This design comes from an exercise in tuning for small area, a short achievable clock period and few clock cycles per item on the open sky130 flow, not from production work. Function was checked by simulation only, so behaviour that the tests miss may differ from the original.

## flow/design.v (module list and top-level ports; edited modules follow where they fit)
// module zlc_tilechk: 98 lines
// module tc_header_a: 83 lines
// module tc_header_b: 35 lines
// module tc_crc_step: 1613 lines
// module tc_crc_unstep: 263 lines
// module tc_crc_hdr: 10 lines
module zlc_tilechk (
    input  wire         clk,
    input  wire         rst,          
    input  wire [15:0]  cfg_lenm1,    
    input  wire         in_valid,
    output wire         in_ready,
    input  wire [255:0] in_data,      
    input  wire         in_first,
    input  wire         in_last,
    output wire         res_valid,
    output wire [2:0]   res_check,    
    output wire [31:0]  res_crc       
);
  // ...
==> flow/run.sh <==
#!/bin/bash
# synth_recipe.tcl (not shown) runs the flow's synth.tcl, then flattens the netlist and writes it again
# the make line also repeats each setting of config.mk as NAME=value (left out here)
make -C /OpenROAD-flow-scripts/flow DESIGN_CONFIG=/design/flow/config.mk WORK_HOME=/design/flow/orfs CLKGATE_MAP_FILE= SYNTH_SCRIPT=/design/flow/synth_recipe.tcl finish
==> flow/config.mk <==
export PLATFORM = sky130hd
export DESIGN_NAME = zlc_tilechk
export DESIGN_NICKNAME = zlc_tilechk
export VERILOG_FILES = /design/flow/design.v
export SDC_FILE = /design/flow/constraint.sdc
export NUM_CORES = 4
export LEC_CHECK = 0
export ABC_CLOCK_PERIOD_IN_PS = 30000
export CAP_MARGIN = 20
export CORE_MARGIN = 2
export CORE_UTILIZATION = 40
export SLEW_MARGIN = 20
==> flow/constraint.sdc <==
create_clock -name core_clock -period 50.0 [get_ports {clk}]
set_input_delay 10.0000 -clock core_clock [delete_from_list [all_inputs] [get_ports {clk}]]
set_output_delay 10.0000 -clock core_clock [all_outputs]
set_load 0.01 [all_outputs]
==> flow_summary.yaml, run 1 <==
run_status:
  outcome: "finished clean"
floorplanning:
  core_area_sq_mm: 0.0726
  start_util: 0.402
  die-area_sq_mm: 0.0751
drt:
  routed_via_density: 5.54
  vias: 23546
  routed-wl-met2_um: 69000
  met3_length_um: 12900
  topRoutingLayerUsed: "met5"
  drc: 0
sta:
  finalCriticalPeriod_ns: 17.32
  slew_violations: 0
  rsz0062_at_grt: "no"
  fin_hold_ws_ns: 0.517
  clock_skew_ns: 0.0226
  fin_ws_ns: 32.68
  worst_slew_pin_slew_ns: 1.29
cells_and_area:
  clkbuf_count: 19
  final-seq-area_sq_mm: 0.00323
  final_cell_mix: "xnor2_1, xor2_1, clkdlybuf4s50_1"
  nNonClkInverters: 151
logic_synthesis:
  yosys.area_share.simple: 0.0699
  netlist_area_sq_mm: 0.0292
  ys_warn_count: 2
  synth_cell_types: 73
  synth_top_family_by_area: "XOR/XNOR gates"
  synth_top_area_share: 0.378
  synth_edf_count: 77
  synth_compound_area_frac: 0.0452
clock_network:
  ctsResizeCount: 0
  cts_tree: "yes"
  cts_buffers: 17
  clk_latency_ns: 0.44
  clk_pin_slew_ns: 0.08
setup_path:
  cp_max_fo: 5
  rr_startpoint: "n_q[1]$_DFF_P_"
global_route:
  grt_pass1_vias: 22874
Testbench counts, summed over its fixed seeds: cycles 66,901, entries 66,893.
==> module zlc_tilechk, before the edit <==
module zlc_tilechk (
    input  wire         clk,
    input  wire         rst,          
    input  wire [15:0]  cfg_lenm1,    
    input  wire         in_valid,
    output wire         in_ready,
    input  wire [255:0] in_data,      
    input  wire         in_first,
    input  wire         in_last,
    output wire         res_valid,
    output wire [2:0]   res_check,    
    output wire [31:0]  res_crc       
);
    assign in_ready = 1'b1;
    reg         v_q;                  
    reg         last_q, first_q;
    reg         hdr_q;                
    reg         hold_q;               
    reg  [31:0] y_q;                  
    reg  [31:0] field_q;              
    reg         poison_q;             
    reg         ok_a_q, bounds_q, ovf_q, c_bit_q;
    reg  [12:0] n_q;
    reg  [13:0] nnz_q;
    reg  [6:0]  pum1_q;
    reg  [1:0]  cls_q, bs_q;
    reg  [2:0]  hfail_q;              
    reg  [7:0]  rem_q;                
    wire        hdr_now = v_q ? last_q : hold_q;
    wire        take    = in_valid && !rst;
    wire [31:0] t_hdr;
    tc_crc_hdr u_hdrcrc (.x(y_q), .f(field_q), .p(poison_q), .t(t_hdr));
    wire [31:0] state = hdr_q ? t_hdr : y_q;
    wire [31:0] y_n;
    tc_crc_step u_crc (
        .s (hdr_now ? 32'hFFFF_FFFF : state),
        .d (in_data),
        .y (y_n)
    );
    wire        ok_a, bounds_ok, ovf, c_bit;
    wire [12:0] n;
    wire [13:0] nnz;
    wire [6:0]  pum1;
    wire [1:0]  cls, bs;
    tc_header_a u_hdr_a (
        .hdr (in_data), .lenm1 (cfg_lenm1),
        .ok_a (ok_a), .bounds_ok (bounds_ok), .n (n), .ovf (ovf),
        .nnz (nnz), .pum1 (pum1), .c_bit (c_bit), .cls (cls), .bs (bs)
    );
    always @(posedge clk) begin
        v_q      <= take;
        last_q   <= in_last;
        first_q  <= in_first;
        ok_a_q   <= ok_a;
        bounds_q <= bounds_ok;
        ovf_q    <= ovf;
        n_q      <= n;
        nnz_q    <= nnz;
        pum1_q   <= pum1;
        c_bit_q  <= c_bit;
        cls_q    <= cls;
        bs_q     <= bs;
        hold_q   <= rst || hdr_now;
        if (take) begin
            y_q   <= y_n;
            hdr_q <= hdr_now;
            if (hdr_now) begin
                field_q  <= in_data[255:224];
                poison_q <= in_data[10];
            end
        end
    end
    wire hvalid;
    tc_header_b u_hdr_b (
        .ok_a (ok_a_q), .n (n_q), .ovf (ovf_q), .nnz (nnz_q), .pum1 (pum1_q),
        .c_bit (c_bit_q), .cls (cls_q), .bs (bs_q), .valid (hvalid)
    );
    wire [2:0] hcode = !first_q  ? 3'd1 :
                       !hvalid   ? 3'd2 :
                       !bounds_q ? 3'd3 :
                       poison_q  ? 3'd4 : 3'd0;
    always @(posedge clk) begin
        if (v_q) begin
            if (hdr_q) begin
                hfail_q <= hcode;
                rem_q   <= {1'b0, pum1_q} + 8'd1;
            end else if (rem_q != 8'hFF) begin
                rem_q   <= rem_q - 8'd1;
            end
        end
    end
    assign res_valid = v_q && last_q;
    assign res_check = hdr_q               ? ((hcode != 3'd0) ? hcode : 3'd5) :
                       (hfail_q != 3'd0)   ? hfail_q :
                       (rem_q != 8'd1)     ? 3'd5 :
                       (y_q != ~field_q)   ? 3'd6 : 3'd0;
    assign res_crc   = ~state;
endmodule
==> module tc_header_a, before the edit <==
module tc_header_a (
    input  wire [255:0] hdr,        
    input  wire [15:0]  lenm1,      
    output wire         ok_a,       
    output wire         bounds_ok,  
    output wire [12:0]  n,          
    output wire         ovf,        
    output wire [13:0]  nnz,
    output wire [6:0]   pum1,
    output wire         c_bit,
    output wire [1:0]   cls,        
    output wire [1:0]   bs
);
    wire [31:0] w0 = hdr[31:0];
    wire [31:0] w1 = hdr[63:32];
    wire [31:0] w2 = hdr[95:64];
    wire [31:0] w4 = hdr[159:128];
    wire [31:0] w6 = hdr[223:192];
    wire [3:0]  fmt      = w0[3:0];
    wire [1:0]  rnd      = w0[7:6];
    wire        d_bit    = w0[9];
    wire [3:0]  hver     = w0[15:12];
    wire [12:0] rowsm1   = w1[12:0];
    wire [12:0] colsm1   = w1[28:16];
    wire [19:0] src_id   = w4[19:0];
    wire [3:0]  src_kind = w4[23:20];
    assign bs    = w0[5:4];
    assign c_bit = w0[8];
    assign pum1  = w0[22:16];
    assign nnz   = w2[13:0];
    wire wide16  = (fmt[2:1] == 2'd0);                     
    wire narrow4 = fmt[2] & fmt[0];                        
    assign cls = {narrow4, !wide16 && !narrow4};
    wire c1 = (hver == 4'd1);
    wire c2 = (rnd != 2'd3) && !(wide16 && (bs != 2'd0 || rnd != 2'd0)) && !fmt[3];
    wire c3 = !(c_bit && d_bit);
    wire c4 = (src_kind <= 4'd2) &&
              !(src_kind == 4'd1 && src_id[19:6] != 14'd0) &&
              !(src_kind == 4'd2 && src_id != 20'd0);
    wire c5 = (w0[31:23] == 9'd0) && (w1[15:13] == 3'd0) && (w1[31:29] == 3'd0) &&
              (w2[31:14] == 18'd0) && (w4[31:24] == 8'd0) && (w6 == 32'd0);
    wire [7:0] r_div, c_div;            
    genvar k;
    generate
        for (k = 0; k < 8; k = k + 1) begin : g_div
            if (k == 0) begin : g0
                assign r_div[k] = 1'b1;
                assign c_div[k] = 1'b1;
            end else begin : gk
                assign r_div[k] = &rowsm1[k-1:0];
                assign c_div[k] = &colsm1[k-1:0];
            end
        end
    endgenerate
    wire [7:0] n_div;                   
    generate
        for (k = 0; k < 8; k = k + 1) begin : g_ndiv
            if (k < 4) begin : glo
                assign n_div[k] = 1'b1;
            end else begin : ghi
                wire [k:0] t;
                genvar i;
                for (i = 0; i <= k; i = i + 1) begin : g_t
                    assign t[i] = r_div[i] & c_div[k-i];
                end
                assign n_div[k] = |t;
            end
        end
    endgenerate
    wire c6 = wide16 || n_div[4 + bs];
    assign ok_a = c1 & c2 & c3 & c4 & c5 & c6;
    wire [13:0] n14 = rowsm1 * colsm1 + rowsm1 + colsm1 + 14'd1;
    wire [13:0] big;
    generate
        for (k = 0; k < 14; k = k + 1) begin : g_big
            assign big[k] = ({1'b0, rowsm1} >= (14'd1 << k) - 14'd1) &&
                            ({1'b0, colsm1} >= (14'd1 << (13 - k)) - 14'd1);
        end
    endgenerate
    assign ovf = n14[13] | (|big);
    assign n   = n14[12:0];
    assign bounds_ok = ({4'd0, pum1, 5'h1F} <= lenm1);
endmodule
==> module tc_header_b, before the edit <==
module tc_header_b (
    input  wire         ok_a,
    input  wire [12:0]  n,
    input  wire         ovf,
    input  wire [13:0]  nnz,
    input  wire [6:0]   pum1,
    input  wire         c_bit,
    input  wire [1:0]   cls,
    input  wire [1:0]   bs,
    output wire         valid
);
    reg  [9:0] vu;
    always @(*) begin
        case (cls)
            2'd0:    vu = {1'b0, n[12:4]} + {9'd0, n[3:0] != 4'd0};
            2'd1:    vu = {2'd0, n[12:5]} + {9'd0, n[4:0] != 5'd0};
            default: vu = {3'd0, n[12:6]} + {9'd0, n[5:0] != 6'd0};
        endcase
    end
    reg  [4:0] su;
    always @(*) begin
        case (bs)
            2'd0:    su = {1'b0, n[12:9]}  + {4'd0, n[8:0]  != 9'd0};
            2'd1:    su = {2'd0, n[12:10]} + {4'd0, n[9:0]  != 10'd0};
            2'd2:    su = {3'd0, n[12:11]} + {4'd0, n[10:0] != 11'd0};
            default: su = {4'd0, n[12]}    + {4'd0, n[11:0] != 12'd0};
        endcase
    end
    wire [10:0] du    = {1'b0, vu} + ((cls == 2'd0) ? 11'd0 : {6'd0, su});
    wire [10:0] units = {4'd0, pum1} + 11'd1;
    wire c7 = (du <= 11'd128);
    wire c8 = ({1'b0, nnz} <= {2'd0, n});
    wire c9 = c_bit ? (units <= du) : (units == du);
    assign valid = ok_a & !ovf & c7 & c8 & c9;
endmodule
==> run 2: changes to the inputs <==
--- a/flow/design.v
+++ b/flow/design.v
@@ -21,7 +21,5 @@
     reg         poison_q;             
-    reg         ok_a_q, bounds_q, ovf_q, c_bit_q;
-    reg  [12:0] n_q;
-    reg  [13:0] nnz_q;
+    reg         ok_a_q, bounds_q, big_q, nnz0_q;
+    reg  [13:0] nm1_q, lo_q, hi_q, nnzm1_q;
     reg  [6:0]  pum1_q;
-    reg  [1:0]  cls_q, bs_q;
     reg  [2:0]  hfail_q;              
@@ -39,11 +37,8 @@
     );
-    wire        ok_a, bounds_ok, ovf, c_bit;
-    wire [12:0] n;
-    wire [13:0] nnz;
-    wire [6:0]  pum1;
-    wire [1:0]  cls, bs;
+    wire        ok_a, bounds_ok, big, nnz0;
+    wire [13:0] nm1, lo, hi, nnzm1;
     tc_header_a u_hdr_a (
         .hdr (in_data), .lenm1 (cfg_lenm1),
-        .ok_a (ok_a), .bounds_ok (bounds_ok), .n (n), .ovf (ovf),
-        .nnz (nnz), .pum1 (pum1), .c_bit (c_bit), .cls (cls), .bs (bs)
+        .ok_a (ok_a), .bounds_ok (bounds_ok), .nm1 (nm1), .big (big),
+        .lo (lo), .hi (hi), .nnzm1 (nnzm1), .nnz0 (nnz0)
     );
@@ -55,9 +50,9 @@
         bounds_q <= bounds_ok;
-        ovf_q    <= ovf;
-        n_q      <= n;
-        nnz_q    <= nnz;
-        pum1_q   <= pum1;
-        c_bit_q  <= c_bit;
-        cls_q    <= cls;
-        bs_q     <= bs;
+        big_q    <= big;
+        nm1_q    <= nm1;
+        lo_q     <= lo;
+        hi_q     <= hi;
+        nnzm1_q  <= nnzm1;
+        nnz0_q   <= nnz0;
+        pum1_q   <= in_data[22:16];
         hold_q   <= rst || hdr_now;
@@ -74,4 +69,4 @@
     tc_header_b u_hdr_b (
-        .ok_a (ok_a_q), .n (n_q), .ovf (ovf_q), .nnz (nnz_q), .pum1 (pum1_q),
-        .c_bit (c_bit_q), .cls (cls_q), .bs (bs_q), .valid (hvalid)
+        .ok_a (ok_a_q), .nm1 (nm1_q), .big (big_q), .lo (lo_q), .hi (hi_q),
+        .nnzm1 (nnzm1_q), .nnz0 (nnz0_q), .valid (hvalid)
     );
@@ -96,3 +91,3 @@
                        (y_q != ~field_q)   ? 3'd6 : 3'd0;
-    assign res_crc   = ~state;
+    assign res_crc   = ~y_q;
 endmodule
@@ -103,9 +98,8 @@
     output wire         bounds_ok,  
-    output wire [12:0]  n,          
-    output wire         ovf,        
-    output wire [13:0]  nnz,
-    output wire [6:0]   pum1,
-    output wire         c_bit,
-    output wire [1:0]   cls,        
-    output wire [1:0]   bs
+    output wire [13:0]  nm1,        
+    output wire         big,        
+    output wire [13:0]  lo,         
+    output wire [13:0]  hi,
+    output wire [13:0]  nnzm1,      
+    output wire         nnz0        
 );
@@ -117,16 +111,15 @@
     wire [3:0]  fmt      = w0[3:0];
+    wire [1:0]  bs       = w0[5:4];
     wire [1:0]  rnd      = w0[7:6];
+    wire        c_bit    = w0[8];
     wire        d_bit    = w0[9];
     wire [3:0]  hver     = w0[15:12];
+    wire [6:0]  pum1     = w0[22:16];
     wire [12:0] rowsm1   = w1[12:0];
     wire [12:0] colsm1   = w1[28:16];
+    wire [13:0] nnz      = w2[13:0];
     wire [19:0] src_id   = w4[19:0];
     wire [3:0]  src_kind = w4[23:20];
-    assign bs    = w0[5:4];
-    assign c_bit = w0[8];
-    assign pum1  = w0[22:16];
-    assign nnz   = w2[13:0];
     wire wide16  = (fmt[2:1] == 2'd0);                     
     wire narrow4 = fmt[2] & fmt[0];                        
-    assign cls = {narrow4, !wide16 && !narrow4};
     wire c1 = (hver == 4'd1);
@@ -168,13 +161,65 @@
     wire c6 = wide16 || n_div[4 + bs];
-    assign ok_a = c1 & c2 & c3 & c4 & c5 & c6;
-    wire [13:0] n14 = rowsm1 * colsm1 + rowsm1 + colsm1 + 14'd1;
-    wire [13:0] big;
+    wire        r_small = (rowsm1[12:7] == 6'd0);
+    wire        c_small = (colsm1[12:7] == 6'd0);
+    wire [6:0]  m_lo    = r_small ? rowsm1[6:0] : colsm1[6:0];
+    wire [12:0] m_hi    = r_small ? colsm1 : rowsm1;
+    assign nm1 = m_lo * m_hi + rowsm1 + colsm1;
+    wire [13:0] lead;
     generate
-        for (k = 0; k < 14; k = k + 1) begin : g_big
-            assign big[k] = ({1'b0, rowsm1} >= (14'd1 << k) - 14'd1) &&
-                            ({1'b0, colsm1} >= (14'd1 << (13 - k)) - 14'd1);
+        for (k = 0; k < 14; k = k + 1) begin : g_lead
+            assign lead[k] = ({1'b0, rowsm1} >= (14'd1 << k) - 14'd1) &&
+                             ({1'b0, colsm1} >= (14'd1 << (13 - k)) - 14'd1);
         end
     endgenerate
-    assign ovf = n14[13] | (|big);
-    assign n   = n14[12:0];
+    assign big = (|lead) | (!r_small && !c_small);
+    wire [6:0] t = pum1 - 7'd1;
+    wire [6:0] xmin_j [3:7];
+    wire [7:3] exact_j;
+    generate
+        for (k = 3; k <= 7; k = k + 1) begin : g_j
+            wire [6:0] qq = t >> k;
+            wire [6:0] rr = t & ((7'd1 << k) - 7'd1);
+            wire [6:0] q;
+            if (k == 3) begin : g3
+                assign q = qq - {6'd0, qq > rr} - {6'd0, qq > rr + 7'd9};
+            end else begin : g4
+                assign q = qq - {6'd0, qq > rr};
+            end
+            assign xmin_j[k]  = t - q;
+            assign exact_j[k] = ((xmin_j[k] >> k) == q);
+        end
+    endgenerate
+    reg [13:0] lo_r, hi_r;
+    reg        exact;
+    always @(*) begin
+        if (wide16) begin
+            lo_r  = {3'd0, pum1, 4'd0};
+            hi_r  = c_bit ? 14'd2047 : {3'd0, pum1, 4'hF};
+            exact = 1'b1;
+        end else if (!narrow4) begin                       
+            case (bs)
+                2'd0: begin lo_r = {2'd0, xmin_j[4], 5'd0}; exact = exact_j[4]; hi_r = c_bit ? {2'd0, 7'd119, 5'h1F} : {2'd0, xmin_j[4], 5'h1F}; end
+                2'd1: begin lo_r = {2'd0, xmin_j[5], 5'd0}; exact = exact_j[5]; hi_r = c_bit ? {2'd0, 7'd123, 5'h1F} : {2'd0, xmin_j[5], 5'h1F}; end
+                2'd2: begin lo_r = {2'd0, xmin_j[6], 5'd0}; exact = exact_j[6]; hi_r = c_bit ? {2'd0, 7'd125, 5'h1F} : {2'd0, xmin_j[6], 5'h1F}; end
+                default: begin lo_r = {2'd0, xmin_j[7], 5'd0}; exact = exact_j[7]; hi_r = c_bit ? {2'd0, 7'd126, 5'h1F} : {2'd0, xmin_j[7], 5'h1F}; end
+            endcase
+        end else begin                                     
+            case (bs)
+                2'd0: begin lo_r = {1'b0, xmin_j[3], 6'd0}; exact = exact_j[3]; hi_r = c_bit ? {1'b0, 7'd112, 6'h3F} : {1'b0, xmin_j[3], 6'h3F}; end
+                2'd1: begin lo_r = {1'b0, xmin_j[4], 6'd0}; exact = exact_j[4]; hi_r = c_bit ? {1'b0, 7'd119, 6'h3F} : {1'b0, xmin_j[4], 6'h3F}; end
+                2'd2: begin lo_r = {1'b0, xmin_j[5], 6'd0}; exact = exact_j[5]; hi_r = c_bit ? {1'b0, 7'd123, 6'h3F} : {1'b0, xmin_j[5], 6'h3F}; end
+                default: begin lo_r = {1'b0, xmin_j[6], 6'd0}; exact = exact_j[6]; hi_r = c_bit ? {1'b0, 7'd125, 6'h3F} : {1'b0, xmin_j[6], 6'h3F}; end
+            endcase
+        end
+        if (pum1 == 7'd0 && !wide16) begin                  
+            lo_r  = 14'd0;
+            exact = c_bit;
+            if (!c_bit) hi_r = 14'd0;
+        end
+    end
+    assign lo = lo_r;
+    assign hi = hi_r;
+    assign ok_a  = c1 & c2 & c3 & c4 & c5 & c6 & (c_bit | exact);
+    assign nnzm1 = nnz - 14'd1;
+    assign nnz0  = (nnz == 14'd0);
     assign bounds_ok = ({4'd0, pum1, 5'h1F} <= lenm1);
@@ -183,34 +228,13 @@
     input  wire         ok_a,
-    input  wire [12:0]  n,
-    input  wire         ovf,
-    input  wire [13:0]  nnz,
-    input  wire [6:0]   pum1,
-    input  wire         c_bit,
-    input  wire [1:0]   cls,
-    input  wire [1:0]   bs,
+    input  wire [13:0]  nm1,
+    input  wire         big,
+    input  wire [13:0]  lo,
+    input  wire [13:0]  hi,
+    input  wire [13:0]  nnzm1,
+    input  wire         nnz0,
     output wire         valid
 );
-    reg  [9:0] vu;
-    always @(*) begin
-        case (cls)
-            2'd0:    vu = {1'b0, n[12:4]} + {9'd0, n[3:0] != 4'd0};
-            2'd1:    vu = {2'd0, n[12:5]} + {9'd0, n[4:0] != 5'd0};
-            default: vu = {3'd0, n[12:6]} + {9'd0, n[5:0] != 6'd0};
-        endcase
-    end
-    reg  [4:0] su;
-    always @(*) begin
-        case (bs)
-            2'd0:    su = {1'b0, n[12:9]}  + {4'd0, n[8:0]  != 9'd0};
-            2'd1:    su = {2'd0, n[12:10]} + {4'd0, n[9:0]  != 10'd0};
-            2'd2:    su = {3'd0, n[12:11]} + {4'd0, n[10:0] != 11'd0};
-            default: su = {4'd0, n[12]}    + {4'd0, n[11:0] != 12'd0};
-        endcase
-    end
-    wire [10:0] du    = {1'b0, vu} + ((cls == 2'd0) ? 11'd0 : {6'd0, su});
-    wire [10:0] units = {4'd0, pum1} + 11'd1;
-    wire c7 = (du <= 11'd128);
-    wire c8 = ({1'b0, nnz} <= {2'd0, n});
-    wire c9 = c_bit ? (units <= du) : (units == du);
-    assign valid = ok_a & !ovf & c7 & c8 & c9;
+    wire c79 = (nm1 >= lo) && (nm1 <= hi);
+    wire c8  = nnz0 || (nm1 >= nnzm1);
+    assign valid = ok_a & !big & c79 & c8;
 endmodule
==> run 2 against run 1 <==
Against the previous run: still clean; utilization rose by 0.085 points; non-clock buffer count rose by 23; worst hold slack improved by 0.024 ns; final cell count rose by 7.6%; maximum frequency rose by 2.2%; critical path type is now in2reg; largest cell class unchanged; highest routed layer is now met4.
==> flow_summary.yaml, run 2 <==
run_status:
  outcome: "finished clean"
clock_network:
  clkSinkCount: 139
  htree_levels: 4
  clk_latency_ns: 0.48
  post_cts_buffers: 0
  clk_pin_slew_ns: 0.08
  cts_tree: "yes"
  ctsHoldBuffers: 0
  clockBufferDepth: 2
  ctsResizeCount: 0
  root_buffer: "clkbuf_16"
  cts_buffers: 17
floorplanning:
  core_area_sq_mm: 0.0758
  std_cell_rows: 101
  ios: 314
  die_height_um: 280
  die_w_um: 280
  start_util: 0.403
  die-area_sq_mm: 0.0787
setup_path:
  slowest_delay_ns: 0.99
  cp_max_fo: 15
  crit_path_start_kind: "primary input"
  worst_ep_required_time_ns: 50.40
  slowest_stage: "clkdlybuf4s50_1"
  crit_top_cell: "ha_1"
  endpoint_kind: "register"
  path_class: "in2reg"
  cp.arrival_ns: 17.36
logic_synthesis:
  synth_cell_types: 80
  synthTopCellsByCount: "xnor2_1, xor2_1, inv_1"
  netlist_area_sq_mm: 0.0306
  synthTopCellsByArea: "xnor2_1, xor2_1, edfxtp_1"
  ys_ff_latch: 139
  synth.avg_cell_area_sq_um: 9.25
  ys.flop_type: "edfxtp_1"
  synthCells: 3305
  synth_edf_count: 77
  synth.most_common_cell: "xnor2_1"
  synth_top_area_share: 0.397
  synth_top_area_cell: "xnor2_1"
  synth_nets: 3774
  ys_seq_area_frac: 0.116
  async_flop_share: 0
  ys_warn_count: 2
sta:
  setup_viol: 0
  worst_slew_pin_slew_ns: 1.28
  slew_headroom: 0.139
  fmax_mhz: 59.0
  finalCriticalPeriod_ns: 16.96
  clock_skew_ns: 0.0244
  final.setup.tns_ns: 0
  final-hold-violation-count: 0
  rsz0062_at_grt: "no"
  period_share: 0.339
  slew_violations: 0
worst_hold_path:
  hp-class: "reg2reg"
place:
  portBuffers: 312
  dp.cells: 4536
  dp_hpwl_um: 144000
  gp_congestion: 1.07
global_route:
  track_usage: 0.422
  grt_pass1_wl_um: 221000
  grt_max_degree: 53
  overflow: 0
  antenna_found_initial: 5
  grt_pass1_vias: 25246
cells_and_area:
  area_growth_pct: 16.9
  final_cell_mix: "xnor2_1, xor2_1, clkdlybuf4s50_1"
  mostFrequentLayoutCell: "xnor2_1"
  nNetsFinal: 4046
  top_regs: "field_q (32), y_q (32)"
  fillers: 7418
  drive_gt1_frac: 0.0691
  layoutNonFillerInstCount: 4573
drt:
  vias: 25928
  postRouteWirelength_um: 168000
  routed_via_density: 5.67
  drt_iter0_drc: 3521
  wl_per_cell_um: 36.7
  dr.pass1.iters: 5
  antenna_left: 0
  drc: 0
run:
  drv_cap: 0
-- run 2: cell count changes in the layout (fill, tap and decap cells not counted), moves of 23 or more --
cell,change
and2_1,-47
buf_4,+23
nor2_1,+89
nor2b_1,-34
o21ai_0,+31
xnor2_1,+122
xnor3_1,-69
-- run 2: final cells by class --
cell class	instances	area (sq um)	area share
repair buffers	421	3930	0.110
diodes	5	12.5	0.000350
clock buffers	19	464	0.0130
flip-flops and latches	139	3550	0.0995
multi-input cells	2833	25800	0.721
clock inverters	13	160	0.00448
inverters	165	619	0.0173
well taps	978	1220	0.0342
-- run 2: layer usage --
metal | wire length [um] | GRT usage | part of all wire
met5 | 0 | 0 | 0
met4 | 10800 | 0.229 | 0.065
met3 | 16500 | 0.0954 | 0.099
met2 | 71200 | 0.641 | 0.42
met1 | 69300 | 0.554 | 0.41
-- run 2: final timing paths --
path / slack [ns] / cells past startpoint / endpoint / startpoint
worst max register to register: 44.00 / 12 / y_q[20]$_DFFE_PP_ / y_q[28]$_DFFE_PP_
worst min-delay path: 0.54 / 1 / hfail_q[0]$_DFFE_PP_ / first_q$_DFF_P_
worst min register to register: 0.54 / 1 / hfail_q[0]$_DFFE_PP_ / first_q$_DFF_P_
worst max-delay path: 33.04 / 28 / ok_a_q$_DFF_P_ / in_data[16]
-- run 2: through the flow --
stage	area, sq um	utilization	hold WS [ns]	setup WS (ns)
finish	35700	0.471	0.541	33.04
global route	35700	0.471	0.561	32.45
CTS	35700	0.471	0.535	33.05
detailed placement	35100	0.463	0.523	32.59
global placement	35100	0.463	0.535	32.58
floorplan	30600	-	0.471	33.42
-- run 2: critical path: cells and delay by family --
family / cells / cell delay [ns]
AO/OA/AOI/OAI: 9 / 1.48
AND/OR/NAND/NOR: 4 / 0.48
adder cells (fa/ha/maj): 7 / 2.17
buffers and inverters: 3 / 1.67
XOR/XNOR: 3 / 1.15
multiplexers: 2 / 0.39
-- run 2: logic make-up (layout without fill, tap and decap cells) --
| kind of cell | Yosys count | after routing | synth area share |
|---|---|---|---|
| AOI/OAI and AO/OA | 302 | 302 | 0.0635 |
| xor gates and xnor gates | 1891 | 1891 | 0.600 |
| adders and majority gates | 196 | 196 | 0.0968 |
| buffers and inverters | 333 | 618 | 0.0436 |
| DFF | 139 | 139 | 0.116 |
| muxes | 35 | 35 | 0.0133 |
| other | 1 | 6 | 0.000123 |
| and+or+nand+nor | 408 | 408 | 0.0661 |
Testbench counts of run 2, summed over its fixed seeds: cycles 66,901, entries 66,893.

-- separate check: timing with driven ports --
Ports are ideal in the flow. The routed layouts listed here were re-timed in OpenROAD. Step 1 (the two cells are an assumption about what drives the block):
set clk [get_ports {clk}]
set_driving_cell -lib_cell sky130_fd_sc_hd__clkbuf_16 $clk
set_driving_cell -lib_cell sky130_fd_sc_hd__buf_2 [delete_from_list [all_inputs] $clk]
Step 2 adds t to the input delays and takes it off the output delays; t is the mean of the earliest and latest rising clock arrival at the registers after step 1. Input paths then give back, and output paths get back, about the clock's delay inside the block. Three values: no drivers, after step 1, after step 2; two values: the first two.
| run | shift t [ns] | setup WS [ns] | hold slack, ns | latest minus earliest clock arrival (ns) | slew at the worst register clock pin (ns) |
|---|---|---|---|---|---|
| run 1 | 0.485 | 32.676 / 32.623 / 33.108 | 0.517 / 0.517 / 0.517 | 0.024 / 0.024 | 0.08 / 0.08 |
| run 2 | 0.540 | 33.042 / 33.093 / 32.553 | 0.541 / 0.541 / 0.541 | 0.031 / 0.031 | 0.08 / 0.08 |
After both steps setup and hold are still met in every run listed. The setup slack of run 2, which loses most, moves by +0.051 ns with the drivers and by -0.489 ns with both steps.
